This is an optimization exercise on Yosys and OpenROAD, whose aim is small area, a short achievable clock period and few clock cycles per item, not a production implementation.

==> flow/design.v <==
module aes256_sbox (
    input  wire [7:0] a,
    output wire [7:0] y
);
    wire U0, U1, U2, U3, U4, U5, U6, U7;
    wire T1, T2, T3, T4, T5, T6, T7, T8, T9, T10;
    wire T11, T12, T13, T14, T15, T16, T17, T18, T19, T20;
    wire T21, T22, T23, T24, T25, T26, T27;
    wire M1, M2, M3, M4, M5, M6, M7, M8, M9, M10;
    wire M11, M12, M13, M14, M15, M16, M17, M18, M19, M20;
    wire M21, M22, M23, M24, M25, M26, M27, M28, M29, M30;
    wire M31, M32, M33, M34, M35, M36, M37, M38, M39, M40;
    wire M41, M42, M43, M44, M45, M46, M47, M48, M49, M50;
    wire M51, M52, M53, M54, M55, M56, M57, M58, M59, M60;
    wire M61, M62, M63;
    wire L0, L1, L2, L3, L4, L5, L6, L7, L8, L9;
    wire L10, L11, L12, L13, L14, L15, L16, L17, L18, L19;
    wire L20, L21, L22, L23, L24, L25, L26, L27, L28, L29;
    assign {U0, U1, U2, U3, U4, U5, U6, U7} = a;
    assign T1 = U0 ^ U3;
    assign T2 = U0 ^ U5;
    assign T3 = U0 ^ U6;
    assign T4 = U3 ^ U5;
    assign T5 = U4 ^ U6;
    assign T6 = T1 ^ T5;
    assign T7 = U1 ^ U2;
    assign T8 = U7 ^ T6;
    assign T9 = U7 ^ T7;
    assign T10 = T6 ^ T7;
    assign T11 = U1 ^ U5;
    assign T12 = U2 ^ U5;
    assign T13 = T3 ^ T4;
    assign T14 = T6 ^ T11;
    assign T15 = T5 ^ T11;
    assign T16 = T5 ^ T12;
    assign T17 = T9 ^ T16;
    assign T18 = U3 ^ U7;
    assign T19 = T7 ^ T18;
    assign T20 = T1 ^ T19;
    assign T21 = U6 ^ U7;
    assign T22 = T7 ^ T21;
    assign T23 = T2 ^ T22;
    assign T24 = T2 ^ T10;
    assign T25 = T20 ^ T17;
    assign T26 = T3 ^ T16;
    assign T27 = T1 ^ T12;
    assign M1 = T13 & T6;
    assign M2 = T23 & T8;
    assign M3 = T14 ^ M1;
    assign M4 = T19 & U7;
    assign M5 = M4 ^ M1;
    assign M6 = T3 & T16;
    assign M7 = T22 & T9;
    assign M8 = T26 ^ M6;
    assign M9 = T20 & T17;
    assign M10 = M9 ^ M6;
    assign M11 = T1 & T15;
    assign M12 = T4 & T27;
    assign M13 = M12 ^ M11;
    assign M14 = T2 & T10;
    assign M15 = M14 ^ M11;
    assign M16 = M3 ^ M2;
    assign M17 = M5 ^ T24;
    assign M18 = M8 ^ M7;
    assign M19 = M10 ^ M15;
    assign M20 = M16 ^ M13;
    assign M21 = M17 ^ M15;
    assign M22 = M18 ^ M13;
    assign M23 = M19 ^ T25;
    assign M24 = M22 ^ M23;
    assign M25 = M22 & M20;
    assign M26 = M21 ^ M25;
    assign M27 = M20 ^ M21;
    assign M28 = M23 ^ M25;
    assign M29 = M28 & M27;
    assign M30 = M26 & M24;
    assign M31 = M20 & M23;
    assign M32 = M27 & M31;
    assign M33 = M27 ^ M25;
    assign M34 = M21 & M22;
    assign M35 = M24 & M34;
    assign M36 = M24 ^ M25;
    assign M37 = M21 ^ M29;
    assign M38 = M32 ^ M33;
    assign M39 = M23 ^ M30;
    assign M40 = M35 ^ M36;
    assign M41 = M38 ^ M40;
    assign M42 = M37 ^ M39;
    assign M43 = M37 ^ M38;
    assign M44 = M39 ^ M40;
    assign M45 = M42 ^ M41;
    assign M46 = M44 & T6;
    assign M47 = M40 & T8;
    assign M48 = M39 & U7;
    assign M49 = M43 & T16;
    assign M50 = M38 & T9;
    assign M51 = M37 & T17;
    assign M52 = M42 & T15;
    assign M53 = M45 & T27;
    assign M54 = M41 & T10;
    assign M55 = M44 & T13;
    assign M56 = M40 & T23;
    assign M57 = M39 & T19;
    assign M58 = M43 & T3;
    assign M59 = M38 & T22;
    assign M60 = M37 & T20;
    assign M61 = M42 & T1;
    assign M62 = M45 & T4;
    assign M63 = M41 & T2;
    assign L0 = M61 ^ M62;
    assign L1 = M50 ^ M56;
    assign L2 = M46 ^ M48;
    assign L3 = M47 ^ M55;
    assign L4 = M54 ^ M58;
    assign L5 = M49 ^ M61;
    assign L6 = M62 ^ L5;
    assign L7 = M46 ^ L3;
    assign L8 = M51 ^ M59;
    assign L9 = M52 ^ M53;
    assign L10 = M53 ^ L4;
    assign L11 = M60 ^ L2;
    assign L12 = M48 ^ M51;
    assign L13 = M50 ^ L0;
    assign L14 = M52 ^ M61;
    assign L15 = M55 ^ L1;
    assign L16 = M56 ^ L0;
    assign L17 = M57 ^ L1;
    assign L18 = M58 ^ L8;
    assign L19 = M63 ^ L4;
    assign L20 = L0 ^ L1;
    assign L21 = L1 ^ L7;
    assign L22 = L3 ^ L12;
    assign L23 = L18 ^ L2;
    assign L24 = L15 ^ L9;
    assign L25 = L6 ^ L10;
    assign L26 = L7 ^ L9;
    assign L27 = L8 ^ L10;
    assign L28 = L11 ^ L14;
    assign L29 = L11 ^ L17;
    assign y[7] = L6 ^ L24;
    assign y[6] = ~(L16 ^ L26);
    assign y[5] = ~(L19 ^ L28);
    assign y[4] = L6 ^ L21;
    assign y[3] = L20 ^ L22;
    assign y[2] = L25 ^ L29;
    assign y[1] = ~(L13 ^ L27);
    assign y[0] = ~(L6 ^ L23);
endmodule
module aes256_core (
    input  wire         clk,
    input  wire         rst,       
    input  wire         start,     
    input  wire [255:0] key,
    input  wire [127:0] block,
    output wire         ready,
    output wire         done,      
    output wire [127:0] result     
);
    reg  [127:0] s1;
    reg  [255:0] k1;
    reg  [3:0]   r1;
    reg          v1;
    reg  [127:0] s2;
    reg  [255:0] k2;
    reg  [31:0]  t2;
    reg  [3:0]   r2;
    reg          v2;
    wire last2 = (r2 == 4'd14);
    assign ready = !(v2 && !last2);
    assign done  = v2 && last2;
    wire [127:0] sub;
    genvar i;
    generate
        for (i = 0; i < 16; i = i + 1) begin : g_sbox
            aes256_sbox u_sbox (
                .a(s1[127 - 8*i -: 8]),
                .y(sub[127 - 8*i -: 8])
            );
        end
    endgenerate
    wire [31:0] last_word = k1[31:0];
    wire [31:0] sw_in = r1[0] ? {last_word[23:0], last_word[31:24]} : last_word;
    wire [31:0] sw_out;
    generate
        for (i = 0; i < 4; i = i + 1) begin : g_ksbox
            aes256_sbox u_sbox (
                .a(sw_in[31 - 8*i -: 8]),
                .y(sw_out[31 - 8*i -: 8])
            );
        end
    endgenerate
    wire [127:0] shifted;
    genvar c, r;
    generate
        for (c = 0; c < 4; c = c + 1) begin : g_col
            for (r = 0; r < 4; r = r + 1) begin : g_row
                assign shifted[127 - 8*(4*c + r) -: 8] =
                    s2[127 - 8*(4*((c + r) % 4) + r) -: 8];
            end
        end
    endgenerate
    function [7:0] xtime;
        input [7:0] v;
        xtime = {v[6:0], 1'b0} ^ (v[7] ? 8'h1b : 8'h00);
    endfunction
    function [31:0] mix_column;
        input [31:0] col;
        reg [7:0] a0, a1, a2, a3;
        begin
            a0 = col[31:24];
            a1 = col[23:16];
            a2 = col[15:8];
            a3 = col[7:0];
            mix_column[31:24] = xtime(a0 ^ a1) ^ a1 ^ a2 ^ a3;
            mix_column[23:16] = xtime(a1 ^ a2) ^ a0 ^ a2 ^ a3;
            mix_column[15:8]  = xtime(a2 ^ a3) ^ a0 ^ a1 ^ a3;
            mix_column[7:0]   = xtime(a3 ^ a0) ^ a0 ^ a1 ^ a2;
        end
    endfunction
    wire [127:0] mixed = {mix_column(shifted[127:96]), mix_column(shifted[95:64]),
                          mix_column(shifted[63:32]),  mix_column(shifted[31:0])};
    wire [127:0] round_key = k2[127:0];
    wire [127:0] round_out = mixed ^ round_key;
    assign result = shifted ^ round_key;
    wire [7:0]  rcon = r2[0] ? (8'h01 << r2[3:1]) : 8'h00;
    wire [31:0] temp = t2 ^ {rcon, 24'h000000};
    wire [31:0] nw0 = k2[255:224] ^ temp;
    wire [31:0] nw1 = k2[223:192] ^ nw0;
    wire [31:0] nw2 = k2[191:160] ^ nw1;
    wire [31:0] nw3 = k2[159:128] ^ nw2;
    wire cont = v2 && !last2;       
    wire load = !cont && start;     
    always @(posedge clk) begin
        s2 <= sub;
        k2 <= k1;
        t2 <= sw_out;
        r2 <= r1;
        if (cont) begin
            s1 <= round_out;
            k1 <= {k2[127:0], nw0, nw1, nw2, nw3};
            r1 <= r2 + 4'd1;
        end else begin
            s1 <= block ^ key[255:128];
            k1 <= key;
            r1 <= 4'd1;
        end
    end
    always @(posedge clk) begin
        if (rst) begin
            v1 <= 1'b0;
            v2 <= 1'b0;
        end else begin
            v2 <= v1;
            v1 <= cont || load;
        end
    end
endmodule
export LEC_CHECK = 0
export ABC_AREA = 1
export CAP_MARGIN = 20
export CORE_MARGIN = 2
export CORE_UTILIZATION = 30
export PLACE_DENSITY = 0.45
export SETUP_SLACK_MARGIN = 3.5
export SLEW_MARGIN = 20
create_clock -name core_clock -period 7.0 [get_ports {clk}]
run.sh (not shown) runs the stock make flow with config.mk's settings and CLKGATE_MAP_FILE= SYNTH_SCRIPT=/design/flow/synth_recipe.tcl, a recipe that flattens the netlist after the stock synthesis.
Next try:
--- a/flow/design.v
+++ b/flow/design.v
@@ -177,10 +177,9 @@
                 .y(sub[127 - 8*i -: 8])
             );
         end
     endgenerate
-    wire [31:0] last_word = k1[31:0];
-    wire [31:0] sw_in = r1[0] ? {last_word[23:0], last_word[31:24]} : last_word;
+    wire [31:0] sw_in = k1[31:0];
     wire [31:0] sw_out;
     generate
         for (i = 0; i < 4; i = i + 1) begin : g_ksbox
             aes256_sbox u_sbox (
@@ -221,14 +220,18 @@
                           mix_column(shifted[63:32]),  mix_column(shifted[31:0])};
     wire [127:0] round_key = k2[127:0];
     wire [127:0] round_out = mixed ^ round_key;
     assign result = shifted ^ round_key;
-    wire [7:0]  rcon = r2[0] ? (8'h01 << r2[3:1]) : 8'h00;
-    wire [31:0] temp = t2 ^ {rcon, 24'h000000};
-    wire [31:0] nw0 = k2[255:224] ^ temp;
-    wire [31:0] nw1 = k2[223:192] ^ nw0;
-    wire [31:0] nw2 = k2[191:160] ^ nw1;
-    wire [31:0] nw3 = k2[159:128] ^ nw2;
+    wire [7:0]  rcon = 8'h01 << r2[3:1];
+    wire [31:0] temp = r2[0] ? ({t2[23:0], t2[31:24]} ^ {rcon, 24'h000000}) : t2;
+    wire [31:0] p0 = k2[255:224];
+    wire [31:0] p1 = p0 ^ k2[223:192];
+    wire [31:0] p2 = p1 ^ k2[191:160];
+    wire [31:0] p3 = p2 ^ k2[159:128];
+    wire [31:0] nw0 = p0 ^ temp;
+    wire [31:0] nw1 = p1 ^ temp;
+    wire [31:0] nw2 = p2 ^ temp;
+    wire [31:0] nw3 = p3 ^ temp;
     wire cont = v2 && !last2;       
     wire load = !cont && start;     
     always @(posedge clk) begin
         s2 <= sub;
After rerunning: The new run finished with timing, DRC and antenna clean; worst hold slack got worse by 22 ps; clock skew grows by 15 ps; worst setup slack improved by 410 ps; die area goes up by 6.8%; final area drops by 1.1%; synthesized area climbs by 6.9%.
No run of this note included a check of the RTL's function; only the layout flow was run.

port drivers added, routing unchanged:
The flow's constraints put no driver on any port. The routed layouts listed below were extracted and timed again, unchanged, in two steps. Step 1: set_driving_cell puts a clkbuf_16 on clk and a buf_2 on each other input, an assumption about the parent block. Step 2 moves the port delays by t, midway between the first and last clock arrival at a register: inputs arrive t later, outputs are due t later. That takes back most of the time a late clock gives input paths. Slacks: no drivers / after step 1 / after step 2; pairs: no drivers / after step 1.
run	t, ns	setup WS [ns]	worst setup path after step 2
the first run	0.806	3.125 / 3.125 / 3.125	register to register
the second run	0.811	3.533 / 3.454 / 3.606	register to register
After both steps every run listed still meets setup and hold.
